Context: an optimization exercise on an open-source flow, tuned for small area, a short achievable clock period and few clock cycles per item. The choices shown serve that exercise and are no tape-out recipe.
The RTL of this run was laid out without a check of its function.

$ cat flow/design.v
`timescale 1ns/1ps
module aes_sbox_a (
  input  wire [7:0] x,
  output wire [7:0] v
);
  wire [7:0] t;
  assign t[0] = x[0] ^ x[1] ^ x[2] ^ x[6];
  assign t[1] = x[3] ^ x[6];
  assign t[2] = x[1] ^ x[3] ^ x[5];
  assign t[3] = x[1] ^ x[2] ^ x[4];
  assign t[4] = x[2] ^ x[3] ^ x[4] ^ x[5] ^ x[6];
  assign t[5] = x[2] ^ x[3];
  assign t[6] = x[1] ^ x[2] ^ x[3] ^ x[4] ^ x[5] ^ x[6];
  assign t[7] = x[5] ^ x[7];
  aes_gf_inv u_inv (.t(t), .v(v));
endmodule
module aes_sbox_b (
  input  wire [7:0] v,
  output wire [7:0] y
);
  assign y[0] = ~(v[0] ^ v[3] ^ v[7]);
  assign y[1] = ~(v[0] ^ v[1] ^ v[2] ^ v[3] ^ v[4] ^ v[5] ^ v[7]);
  assign y[2] = v[0] ^ v[1] ^ v[3] ^ v[6] ^ v[7];
  assign y[3] = v[0] ^ v[3] ^ v[6] ^ v[7];
  assign y[4] = v[0] ^ v[2] ^ v[5] ^ v[6];
  assign y[5] = ~(v[2] ^ v[3] ^ v[4] ^ v[6]);
  assign y[6] = ~(v[4]);
  assign y[7] = v[2] ^ v[5] ^ v[6] ^ v[7];
endmodule
module aes_gf_inv (
  input  wire [7:0] t,
  output wire [7:0] v
);
  function [1:0] g4m; input [1:0] a, b; begin
    g4m[1] = (a[1] & b[1]) ^ (a[1] & b[0]) ^ (a[0] & b[1]);
    g4m[0] = (a[0] & b[0]) ^ (a[1] & b[1]);
  end endfunction
  function [1:0] g4sq; input [1:0] a; begin g4sq = {a[1], a[0] ^ a[1]}; end endfunction
  function [1:0] g4n; input [1:0] a; begin g4n = g4m(a, 2'd3); end endfunction
  function [3:0] g16m; input [3:0] a, b; reg [1:0] h; begin
    h = g4m(a[3:2], b[3:2]);
    g16m[3:2] = h ^ g4m(a[3:2], b[1:0]) ^ g4m(a[1:0], b[3:2]);
    g16m[1:0] = g4m(a[1:0], b[1:0]) ^ g4n(h);
  end endfunction
  function [3:0] g16inv; input [3:0] a; reg [1:0] d, di; begin
    d  = g4n(g4sq(a[3:2])) ^ g4m(a[3:2], a[1:0]) ^ g4sq(a[1:0]);
    di = g4sq(d);
    g16inv[3:2] = g4m(a[3:2], di);
    g16inv[1:0] = g4m(a[1:0] ^ a[3:2], di);
  end endfunction
  wire [3:0] ah = t[7:4], al = t[3:0];
  wire [3:0] d  = g16m(g16m(ah, ah), 4'd13) ^ g16m(ah, al) ^ g16m(al, al);
  wire [3:0] di = g16inv(d);
  assign v[7:4] = g16m(ah, di);
  assign v[3:0] = g16m(al ^ ah, di);
endmodule
`timescale 1ns/1ps
module aes_sbox_ad (
  input  wire [7:0] x,
  input  wire       dec,
  output wire [7:0] v
);
  wire [7:0] te, td;
  assign te[0] = x[0] ^ x[1] ^ x[2] ^ x[6];
  assign te[1] = x[3] ^ x[6];
  assign te[2] = x[1] ^ x[3] ^ x[5];
  assign te[3] = x[1] ^ x[2] ^ x[4];
  assign te[4] = x[2] ^ x[3] ^ x[4] ^ x[5] ^ x[6];
  assign te[5] = x[2] ^ x[3];
  assign te[6] = x[1] ^ x[2] ^ x[3] ^ x[4] ^ x[5] ^ x[6];
  assign te[7] = x[5] ^ x[7];
  assign td[0] = x[1] ^ x[2] ^ x[4] ^ x[6];
  assign td[1] = x[2] ^ x[3];
  assign td[2] = x[3] ^ x[4] ^ x[5] ^ x[6] ^ x[7];
  assign td[3] = ~(x[0] ^ x[4] ^ x[7]);
  assign td[4] = ~(x[6]);
  assign td[5] = ~(x[0] ^ x[1] ^ x[2] ^ x[4] ^ x[5] ^ x[7]);
  assign td[6] = ~(x[0] ^ x[3]);
  assign td[7] = x[1] ^ x[2] ^ x[6] ^ x[7];
  aes_gf_inv u_inv (.t(dec ? td : te), .v(v));
endmodule
module aes_inv_sbox_b (
  input  wire [7:0] v,
  output wire [7:0] y
);
  assign y[0] = v[0] ^ v[1] ^ v[4] ^ v[5] ^ v[6];
  assign y[1] = v[4] ^ v[6];
  assign y[2] = v[1] ^ v[2] ^ v[3] ^ v[4] ^ v[5];
  assign y[3] = v[1] ^ v[2] ^ v[3] ^ v[4];
  assign y[4] = v[1] ^ v[2] ^ v[5] ^ v[6];
  assign y[5] = v[1] ^ v[3] ^ v[6];
  assign y[6] = v[2] ^ v[3] ^ v[4];
  assign y[7] = v[1] ^ v[3] ^ v[6] ^ v[7];
endmodule
`timescale 1ns/1ps
module aes_engine (
  input  wire         clk,
  input  wire         rst,           
  input  wire         key_valid,
  output wire         key_ready,
  input  wire [255:0] key,           
  input  wire [1:0]   key_len,       
  input  wire         in_valid,
  output wire         in_ready,
  input  wire [127:0] in_data,
  input  wire         in_decrypt,    
  output wire         out_valid,
  input  wire         out_ready,
  output wire [127:0] out_data
);
  genvar gi;
  function [7:0] xtime;
    input [7:0] b;
    begin
      xtime = {b[6:0], 1'b0} ^ (b[7] ? 8'h1b : 8'h00);
    end
  endfunction
  reg  [1:0]   klen;         
  reg          key_ok;       
  reg          first;        
  reg          gs;           
  reg          run;          
  reg  [4:0]   t;            
  reg          vx, dx;       
  reg          vy, dy;       
  reg          xn, dxn;      
  reg          in_rdy;
  reg          key_rdy;
  reg          in_dec_q;     
  reg          o_valid;
  reg  [127:0] R;            
  reg  [127:0] Mreg;         
  reg  [127:0] O;            
  wire [3:0] nr    = (klen == 2'd0) ? 4'd10 : (klen == 2'd1) ? 4'd12 : 4'd14;
  wire [4:0] tlast = {nr, 1'b0};
  assign key_ready = key_rdy;
  assign in_ready  = in_rdy;
  assign out_valid = o_valid;
  assign out_data  = O;
  wire key_fire = key_valid && key_rdy && !rst;
  wire in_fire  = in_valid && in_rdy && !rst;
  wire x_fin   = run && (t == tlast - 5'd1);
  wire y_fin   = run && (t == tlast);
  wire stall_x = x_fin && vx && o_valid;
  wire block_y = y_fin && vy && o_valid && !out_ready;
  wire res_x   = x_fin && vx && !stall_x;
  wire res_y   = y_fin && vy && !block_y;
  wire load_o  = res_x || res_y;
  reg  [31:0]  W0 [0:7];
  reg  [31:0]  W1 [0:7];
  reg  [3:0]   gr0, gr1;     
  reg  [31:0]  M0, M1;       
  wire step_cyc = run && !t[0] && (t <= tlast - 5'd2);
  wire step0    = step_cyc && !(first && gs);
  wire step1    = step_cyc && !(first && !gs);
  wire bwd0     = gs;        
  wire bwd1     = !gs;
  function [7:0] rcon_of;
    input [1:0] kl;
    input [3:0] rr;
    begin
      rcon_of = 8'h00;
      case (kl)
        2'd0: case (rr)
          4'd0: rcon_of = 8'h01; 4'd1: rcon_of = 8'h02; 4'd2: rcon_of = 8'h04;
          4'd3: rcon_of = 8'h08; 4'd4: rcon_of = 8'h10; 4'd5: rcon_of = 8'h20;
          4'd6: rcon_of = 8'h40; 4'd7: rcon_of = 8'h80; 4'd8: rcon_of = 8'h1b;
          4'd9: rcon_of = 8'h36;
          default: rcon_of = 8'h00;
        endcase
        2'd1: case (rr)
          4'd0: rcon_of = 8'h01; 4'd1: rcon_of = 8'h02; 4'd3: rcon_of = 8'h04;
          4'd4: rcon_of = 8'h08; 4'd6: rcon_of = 8'h10; 4'd7: rcon_of = 8'h20;
          4'd9: rcon_of = 8'h40; 4'd10: rcon_of = 8'h80;
          default: rcon_of = 8'h00;
        endcase
        default: case (rr)
          4'd0: rcon_of = 8'h01; 4'd2: rcon_of = 8'h02; 4'd4: rcon_of = 8'h04;
          4'd6: rcon_of = 8'h08; 4'd8: rcon_of = 8'h10; 4'd10: rcon_of = 8'h20;
          4'd12: rcon_of = 8'h40;
          default: rcon_of = 8'h00;
        endcase
      endcase
    end
  endfunction
  function [1:0] mod3;
    input [3:0] rr;
    begin
      case (rr)
        4'd0, 4'd3, 4'd6, 4'd9,  4'd12, 4'd15: mod3 = 2'd0;
        4'd1, 4'd4, 4'd7, 4'd10, 4'd13:        mod3 = 2'd1;
        default:                               mod3 = 2'd2;
      endcase
    end
  endfunction
  function [31:0] sw_in;
    input [1:0]   kl;
    input         bwd;
    input [3:0]   gr;
    input [255:0] w;      
    reg   [31:0]  w0, w1, w2, w3, w5, w7;
    reg   [3:0]   rr;
    begin
      w0 = w[255:224]; w1 = w[223:192]; w2 = w[191:160]; w3 = w[159:128];
      w5 = w[95:64];   w7 = w[31:0];
      rr = bwd ? gr - 4'd1 : gr;
      if (!bwd) begin
        case (kl)
          2'd0:    sw_in = w3;
          2'd1:    sw_in = (mod3(rr) == 2'd1) ? (w0 ^ w1 ^ w5) : w5;
          default: sw_in = w7;
        endcase
      end else begin
        case (kl)
          2'd0:    sw_in = w3 ^ w2;
          2'd1:    sw_in = (mod3(rr) == 2'd1) ? w3 : w1;
          default: sw_in = w3;
        endcase
      end
    end
  endfunction
  function [255:0] w_step;
    input [1:0]   kl;
    input         bwd;
    input [3:0]   gr;
    input [255:0] w;
    input [31:0]  s;
    reg   [31:0]  w0, w1, w2, w3, w4, w5, w6, w7, tw, n0, n1, n2, n3;
    reg   [3:0]   rr;
    reg   [1:0]   ph;
    reg           rot;
    begin
      w0 = w[255:224]; w1 = w[223:192]; w2 = w[191:160]; w3 = w[159:128];
      w4 = w[127:96];  w5 = w[95:64];   w6 = w[63:32];   w7 = w[31:0];
      rr  = bwd ? gr - 4'd1 : gr;
      ph  = mod3(rr);
      rot = (kl != 2'd2) || !rr[0];
      tw  = (rot ? {s[23:0], s[31:24]} : s) ^ {rcon_of(kl, rr), 24'h0};
      if (!bwd) begin
        case (kl)
          2'd0: begin
            n0 = w0 ^ tw; n1 = w1 ^ n0; n2 = w2 ^ n1; n3 = w3 ^ n2;
            w_step = {n0, n1, n2, n3, w4, w5, w6, w7};
          end
          2'd1: begin
            n0 = w0 ^ ((ph == 2'd0) ? tw : w5);
            n1 = w1 ^ n0;
            n2 = w2 ^ ((ph == 2'd1) ? tw : n1);
            n3 = w3 ^ n2;
            w_step = {w4, w5, n0, n1, n2, n3, w6, w7};
          end
          default: begin
            n0 = w0 ^ tw; n1 = w1 ^ n0; n2 = w2 ^ n1; n3 = w3 ^ n2;
            w_step = {w4, w5, w6, w7, n0, n1, n2, n3};
          end
        endcase
      end else begin
        case (kl)
          2'd0: begin
            w_step = {w0 ^ tw, w1 ^ w0, w2 ^ w1, w3 ^ w2, w4, w5, w6, w7};
          end
          2'd1: begin
            n0 = w2 ^ ((ph == 2'd0) ? tw : w1);
            n2 = w4 ^ ((ph == 2'd1) ? tw : w3);
            w_step = {n0, w3 ^ w2, n2, w5 ^ w4, w0, w1, w6, w7};
          end
          default: begin
            w_step = {w4 ^ tw, w5 ^ w4, w6 ^ w5, w7 ^ w6, w0, w1, w2, w3};
          end
        endcase
      end
    end
  endfunction
  wire [255:0] win0 = {W0[0], W0[1], W0[2], W0[3], W0[4], W0[5], W0[6], W0[7]};
  wire [255:0] win1 = {W1[0], W1[1], W1[2], W1[3], W1[4], W1[5], W1[6], W1[7]};
  wire [127:0] rk0  = win0[255:128];
  wire [127:0] rk1  = win1[255:128];
  wire [31:0] swi0 = sw_in(klen, bwd0, gr0, win0);
  wire [31:0] swi1 = sw_in(klen, bwd1, gr1, win1);
  wire [31:0] swv0, swv1;
  wire [31:0] sws0, sws1;
  generate
    for (gi = 0; gi < 4; gi = gi + 1) begin : g_ksbox
      aes_sbox_a u_a0 (.x(swi0[8*gi +: 8]), .v(swv0[8*gi +: 8]));
      aes_sbox_a u_a1 (.x(swi1[8*gi +: 8]), .v(swv1[8*gi +: 8]));
      aes_sbox_b u_b0 (.v(M0[8*gi +: 8]), .y(sws0[8*gi +: 8]));
      aes_sbox_b u_b1 (.v(M1[8*gi +: 8]), .y(sws1[8*gi +: 8]));
    end
  endgenerate
  wire [255:0] wnext0 = w_step(klen, bwd0, gr0, win0, sws0);
  wire [255:0] wnext1 = w_step(klen, bwd1, gr1, win1, sws1);
  integer i;
  always @(posedge clk) begin
    M0 <= swv0;
    M1 <= swv1;
    if (key_rdy) begin
      for (i = 0; i < 8; i = i + 1) begin
        W0[i] <= key[255 - 32*i -: 32];
        W1[i] <= key[255 - 32*i -: 32];
      end
      gr0 <= 4'd0;
      gr1 <= 4'd0;
    end else begin
      if (step0) begin
        for (i = 0; i < 8; i = i + 1)
          W0[i] <= wnext0[255 - 32*i -: 32];
        gr0 <= bwd0 ? gr0 - 4'd1 : gr0 + 4'd1;
      end
      if (step1) begin
        for (i = 0; i < 8; i = i + 1)
          W1[i] <= wnext1[255 - 32*i -: 32];
        gr1 <= bwd1 ? gr1 - 4'd1 : gr1 + 4'd1;
      end
    end
  end
  wire s1_dec = t[0] ? dy : dx;
  wire s2_dec = t[0] ? dx : dy;
  wire s2_fin = (t >= tlast - 5'd1);
  wire s2_gen = gs ^ s2_dec ^ s2_fin;
  wire ld_gen = gs ^ in_dec_q;
  wire [127:0] rk2 = s2_gen ? rk1 : rk0;
  wire [127:0] rkl = ld_gen ? rk1 : rk0;
  wire [127:0] v1;
  generate
    for (gi = 0; gi < 16; gi = gi + 1) begin : g_s1
      aes_sbox_ad u_a (.x(R[127 - 8*(gi) -: 8]), .dec(s1_dec), .v(v1[127 - 8*(gi) -: 8]));
    end
  endgenerate
  wire [127:0] ye, yd, s2;
  generate
    for (gi = 0; gi < 16; gi = gi + 1) begin : g_s2
      aes_sbox_b     u_e (.v(Mreg[127 - 8*(gi) -: 8]), .y(ye[127 - 8*(gi) -: 8]));
      aes_inv_sbox_b u_d (.v(Mreg[127 - 8*(gi) -: 8]), .y(yd[127 - 8*(gi) -: 8]));
      assign s2[127 - 8*(gi) -: 8] = s2_dec ?
        yd[127 - 8*((gi % 4) + 4 * (((gi / 4) + 4 - (gi % 4)) % 4)) -: 8] :
        ye[127 - 8*((gi % 4) + 4 * (((gi / 4) + (gi % 4)) % 4)) -: 8];
    end
  endgenerate
  wire [127:0] x2 = s2 ^ rk2;
  wire [127:0] u2, mx2;
  generate
    for (gi = 0; gi < 4; gi = gi + 1) begin : g_mix
      wire [7:0] s0 = s2[127 - 8*(4*gi + 0) -: 8];
      wire [7:0] s1 = s2[127 - 8*(4*gi + 1) -: 8];
      wire [7:0] s2b = s2[127 - 8*(4*gi + 2) -: 8];
      wire [7:0] s3 = s2[127 - 8*(4*gi + 3) -: 8];
      wire [7:0] a0 = x2[127 - 8*(4*gi + 0) -: 8];
      wire [7:0] a1 = x2[127 - 8*(4*gi + 1) -: 8];
      wire [7:0] a2 = x2[127 - 8*(4*gi + 2) -: 8];
      wire [7:0] a3 = x2[127 - 8*(4*gi + 3) -: 8];
      wire [7:0] e0 = xtime(xtime(a0 ^ a2));
      wire [7:0] e1 = xtime(xtime(a1 ^ a3));
      wire [7:0] b0 = s2_dec ? (a0 ^ e0) : s0;
      wire [7:0] b1 = s2_dec ? (a1 ^ e1) : s1;
      wire [7:0] b2 = s2_dec ? (a2 ^ e0) : s2b;
      wire [7:0] b3 = s2_dec ? (a3 ^ e1) : s3;
      assign mx2[127 - 8*(4*gi + 0) -: 8] = xtime(b0) ^ xtime(b1) ^ b1 ^ b2 ^ b3;
      assign mx2[127 - 8*(4*gi + 1) -: 8] = b0 ^ xtime(b1) ^ xtime(b2) ^ b2 ^ b3;
      assign mx2[127 - 8*(4*gi + 2) -: 8] = b0 ^ b1 ^ xtime(b2) ^ xtime(b3) ^ b3;
      assign mx2[127 - 8*(4*gi + 3) -: 8] = xtime(b0) ^ b0 ^ b1 ^ b2 ^ xtime(b3);
    end
  endgenerate
  wire [127:0] rnext = mx2 ^ (s2_dec ? 128'd0 : rk2);
  wire st2_to_r = run && (t != 5'd0) && (t <= tlast - 5'd2);
  wire st1_go   = run && (t <= tlast - 5'd1) && !stall_x;
  always @(posedge clk) begin
    if (in_rdy)
      R <= in_data ^ rkl;
    else if (st2_to_r)
      R <= rnext;
    if (st1_go)
      Mreg <= v1;
    if (load_o)
      O <= x2;
  end
  reg        run_n, key_ok_n, first_n, vx_n;
  reg  [4:0] t_n;
  reg        o_valid_n;
  always @(*) begin
    run_n    = run;
    t_n      = t;
    key_ok_n = key_ok;
    first_n  = first;
    vx_n     = vx;
    o_valid_n = load_o || (o_valid && !out_ready);
    if (key_fire) begin
      run_n    = 1'b0;
      key_ok_n = 1'b1;
      first_n  = 1'b1;
    end else if (!run) begin
      if (in_fire) begin
        run_n = 1'b1;
        t_n   = tlast;           
      end else if (key_ok && first && in_valid && in_decrypt) begin
        run_n = 1'b1;            
        t_n   = 5'd0;
        vx_n  = 1'b0;
      end
    end else begin
      if (t < tlast - 5'd1)
        t_n = t + 5'd1;
      else if (t == tlast - 5'd1) begin
        if (!stall_x)
          t_n = tlast;
      end else if (!block_y) begin
        if (xn) begin
          t_n  = 5'd0;
          vx_n = 1'b1;
        end else
          run_n = 1'b0;
      end
      if (t == tlast - 5'd2)
        first_n = 1'b0;
    end
  end
  wire can_x_idle = !run_n && key_ok_n && !(first_n && in_decrypt);
  wire can_x_next = run_n && (t_n == tlast - 5'd1) && !(vx_n && o_valid_n);
  wire can_y      = run_n && (t_n == 5'd0) && vx_n && !(first_n && in_decrypt);
  always @(posedge clk) begin
    in_dec_q <= in_decrypt;
    if (rst) begin
      key_ok  <= 1'b0;
      run     <= 1'b0;
      o_valid <= 1'b0;
      in_rdy  <= 1'b0;
      key_rdy <= 1'b0;
      xn      <= 1'b0;
      first   <= 1'b0;
      gs      <= 1'b1;
    end else begin
      run     <= run_n;
      t       <= t_n;
      key_ok  <= key_ok_n;
      first   <= first_n;
      vx      <= vx_n;
      o_valid <= o_valid_n;
      key_rdy <= key_valid && !key_fire;
      in_rdy  <= in_valid && !in_fire && (can_x_idle || can_x_next || can_y);
      if (key_fire) begin
        klen <= key_len;
        gs   <= 1'b1;
        xn   <= 1'b0;
      end
      if (run && t == tlast - 5'd2)
        gs <= !gs;
      if (in_fire) begin
        if (run && t == 5'd0) begin
          vy <= 1'b1;
          dy <= in_dec_q;
        end else begin
          xn  <= 1'b1;
          dxn <= in_dec_q;
        end
      end
      if (run_n && t_n == 5'd0 && !(run && t == 5'd0)) begin
        if (vx_n) begin
          dx <= dxn;
          xn <= 1'b0;
        end
        vy <= 1'b0;
      end
      if (!run && in_fire)
        vy <= 1'b0;              
    end
  end
endmodule
$ cat flow/run.sh
#!/bin/bash
# synth_recipe.tcl (not shown) runs the flow's synth.tcl, then flattens the netlist and writes it again
# the make line also repeats each setting of config.mk as NAME=value (left out here)
make -C /OpenROAD-flow-scripts/flow DESIGN_CONFIG=/design/flow/config.mk WORK_HOME=/design/flow/orfs CLKGATE_MAP_FILE= SYNTH_SCRIPT=/design/flow/synth_recipe.tcl finish
$ cat flow/config.mk
export PLATFORM = sky130hd
export DESIGN_NAME = aes_engine
export DESIGN_NICKNAME = aes_engine
export VERILOG_FILES = /design/flow/design.v
export SDC_FILE = /design/flow/constraint.sdc
export NUM_CORES = 8
export LEC_CHECK = 0
export CAP_MARGIN = 20
export CORE_MARGIN = 2
export CORE_UTILIZATION = 30
export SLEW_MARGIN = 20
$ cat flow/constraint.sdc
create_clock -name core_clock -period 11.0 [get_ports {clk}]
set_input_delay 2.2000 -clock core_clock [delete_from_list [all_inputs] [get_ports {clk}]]
set_output_delay 2.2000 -clock core_clock [all_outputs]
set_load 0.01 [all_outputs]
==> results.ini <==
[hold_path]
hp-class = flop to flop

[cells_and_area]
area_growth_pct = 13.07
multi_input_area_um2 = 88410
mostFrequentLayoutCells = xnor2_1, nand2_1, nor2_1, o21ai_0, xor2_1
stdcell_count = 20940
nNetsFinal = 15890
final-seq-area_um2 = 28900
layout_commonest_cell = xnor2_1
drive_above_1_share_pct = 6.329
fillers = 42560

[clock_tree]
cts_buffer_depth = 4
htreeDepth = 4
cts_root_buf = clkbuf_16
postCtsResizedCells = 0
post-cts-setup-buffers = 0
cts_made_buffers = 139
cts_hold_buf = 0
clk_latency_ns = 0.93
cts_tree = done
path_clk_slew_ns = 0.06
clock-sinks = 989

[critical_path]
slowest_stage = nor2_4
worstPathMaxFanout = 44
start_kind = flop
worstSetupEndpointType = flop
arrival_ns = 10.77
worstSetupPathType = flop to flop
slowest_delay_ns = 1.07
worstPathRequired_ns = 11.76
cp_top_family = XOR/XNOR gates
crit_top_cell = xnor2_1
crit_buf_inv = 5

[global_routing]
grt_pass1_wl_mm = 870.5
gr-total-overflow = 0
grt_pass1_vias = 108300
grt_max_degree = 175
antenna_found_initial = 91
grt_usage_pct = 29.31

[die]
start_util_pct = 30.18
ios = 523
die_h_um = 643.9
num_rows = 234
dieArea_um2 = 414600
coreArea_um2 = 407000
die_w_um = 643.9

[yosys]
netlist_instances = 15500
synth_area_leaders = edfxtp_1, xnor2_1, xor2_1
ys_ff_latch = 989
synth_nets = 16040
synth.top_cell.area_share_pct = 22.20
ys_types = 135
yosys_warnings = 4
synth_edf_count = 908
async_flop_share_pct = 0
synth.avg_cell_area_um2 = 7.926
synth_ff_type = edfxtp_1
synth_area_um2 = 122800
yosys.area.top_type = edfxtp_1
seq_area_frac_synth_pct = 23.52

[drt]
avgRoutedWirePerCell_um = 30.45
num_vias = 122000
drtIter0Drc = 18630
firstDrtPassIters = 10
vias_per_cell = 5.828
drc = 0
routed_wl_mm = 637.5
ant_nets = 0

[timing]
fin_crit_sh_pct = 91.00
tns_ns = 0
fin_skew_ns = 0.09108
finalHoldViolations = 0
fin_crit_ns = 10.01
final_max_slew_viol_count = 0
tightestPinTransition_ns = 1.378
rsz0062_at_grt = no
relSlewSlack_pct = 5.539
fmax_mhz = 99.90
setup_viol = 0

[job]
drv_cap = 0

[run_status]
outcome = complete, no violations

[placed_design]
place_inst = 20620
gp_congestion = 1.060
portBuffers = 522
place_hpwl_mm = 485.8

## layout make-up
type                    instances  area share, %
multi-input cells           12930          63.66
flip-flops and latches        989          20.81
repair buffers                904          6.115
well taps                    5428          4.890
clock buffers                 171          2.725
inverters                     380          1.049
clock inverters                80         0.6594
diodes                         55        0.09909
## layer usage
metal  up-vias  routed length [um]  part of all wire (%)  global-route usage, %
met4        46               69590                    11                  25.63
met1     58370              234700                    37                  36.10
met3      1970               84660                    13                  10.04
li1      53310                   -                     -                      -
met2      8329              248200                    39                  40.33
met5         -                 320                 0.050                      0
## stage by stage
| step | setup slack [ns] | instance area, um^2 | hold WS, ns | util (%) |
|---|---|---|---|---|
| after floorplan | 0.2095 | 122800 | 0.4003 | - |
| after global placement | 1.450 | 133700 | 0.4048 | 32.85 |
| after detailed placement | 1.312 | 133800 | 0.4194 | 32.87 |
| after CTS | 1.258 | 138500 | 0.4207 | 34.03 |
| after global routing | 0.5722 | 138800 | 0.4189 | 34.11 |
| final | 0.9903 | 138900 | 0.4163 | 34.13 |
## flip-flops by register name, summed over array words and instances, names as in the netlist, 2 cells and up
signal / cells
W0: 256
W1: 256
Mreg: 128
O: 128
R: 128
M0: 32
M1: 32
t: 5
gr0: 4
gr1: 4
klen: 2
## cell families (layout without fill, tap and decap cells)
group           after synthesis  in the layout  synth area share [%]
xor+xnor                   4300           4300                 31.41
compound gates             4045           4045                 20.44
simple gates               3899           3899                 13.57
buf+inv                    1581           1535                 5.042
flops                       989            989                 23.52
mux                         532            532                 4.472
fa+ha+maj                   152            152                 1.544
other cells                   1             56              0.003053
## cell usage after synthesis, drive strengths merged, types with 150 or more instances
cell    instances
mux2i         461
xor2         1156
nor2         1382
nand2        1656
a211oi        159
ha            150
edfxtp        908
a31oi         159
inv           357
clkbuf        937
nor3          175
xnor2        3101
a22oi         170
o21ai        1341
buf           264
a21oi        1136
## path summary, 6_finish.rpt
| kind | start | end | slack (ns) | cells past startpoint |
|---|---|---|---|---|
| worst max register to register | gs | M0[31] | 0.99 | 29 |
| worst max-delay path | gs | M0[31] | 0.99 | 29 |
| worst min register to register | dxn | dx | 0.42 | 0 |
| worst min-delay path | dxn | dx | 0.42 | 0 |

port drivers added, routing unchanged:
The flow's constraints put no driver on any port. The routed layout listed below was extracted and timed again, unchanged, in two steps. Step 1: set_driving_cell puts a clkbuf_16 on clk and a buf_2 on each other input, an assumption about the parent block. Step 2 also shifts input and output timing later by t, the mid clock arrival at the registers, as if the neighbouring blocks saw the same clock. Slacks: ideal / step 1 / step 2; pairs: ideal / step 1.
t, ns: 0.994
slack for setup (ns): 0.990 / 0.990 / 0.990
latest minus earliest clock arrival (ns): 0.095 / 0.095
worst data-port slew with drivers (ns): 0.42
cell pins on the clock port's net: 1
After both steps this run still meets setup and hold. The setup slack of this run moves by 0.000 ns with the drivers and by 0.000 ns with both steps.
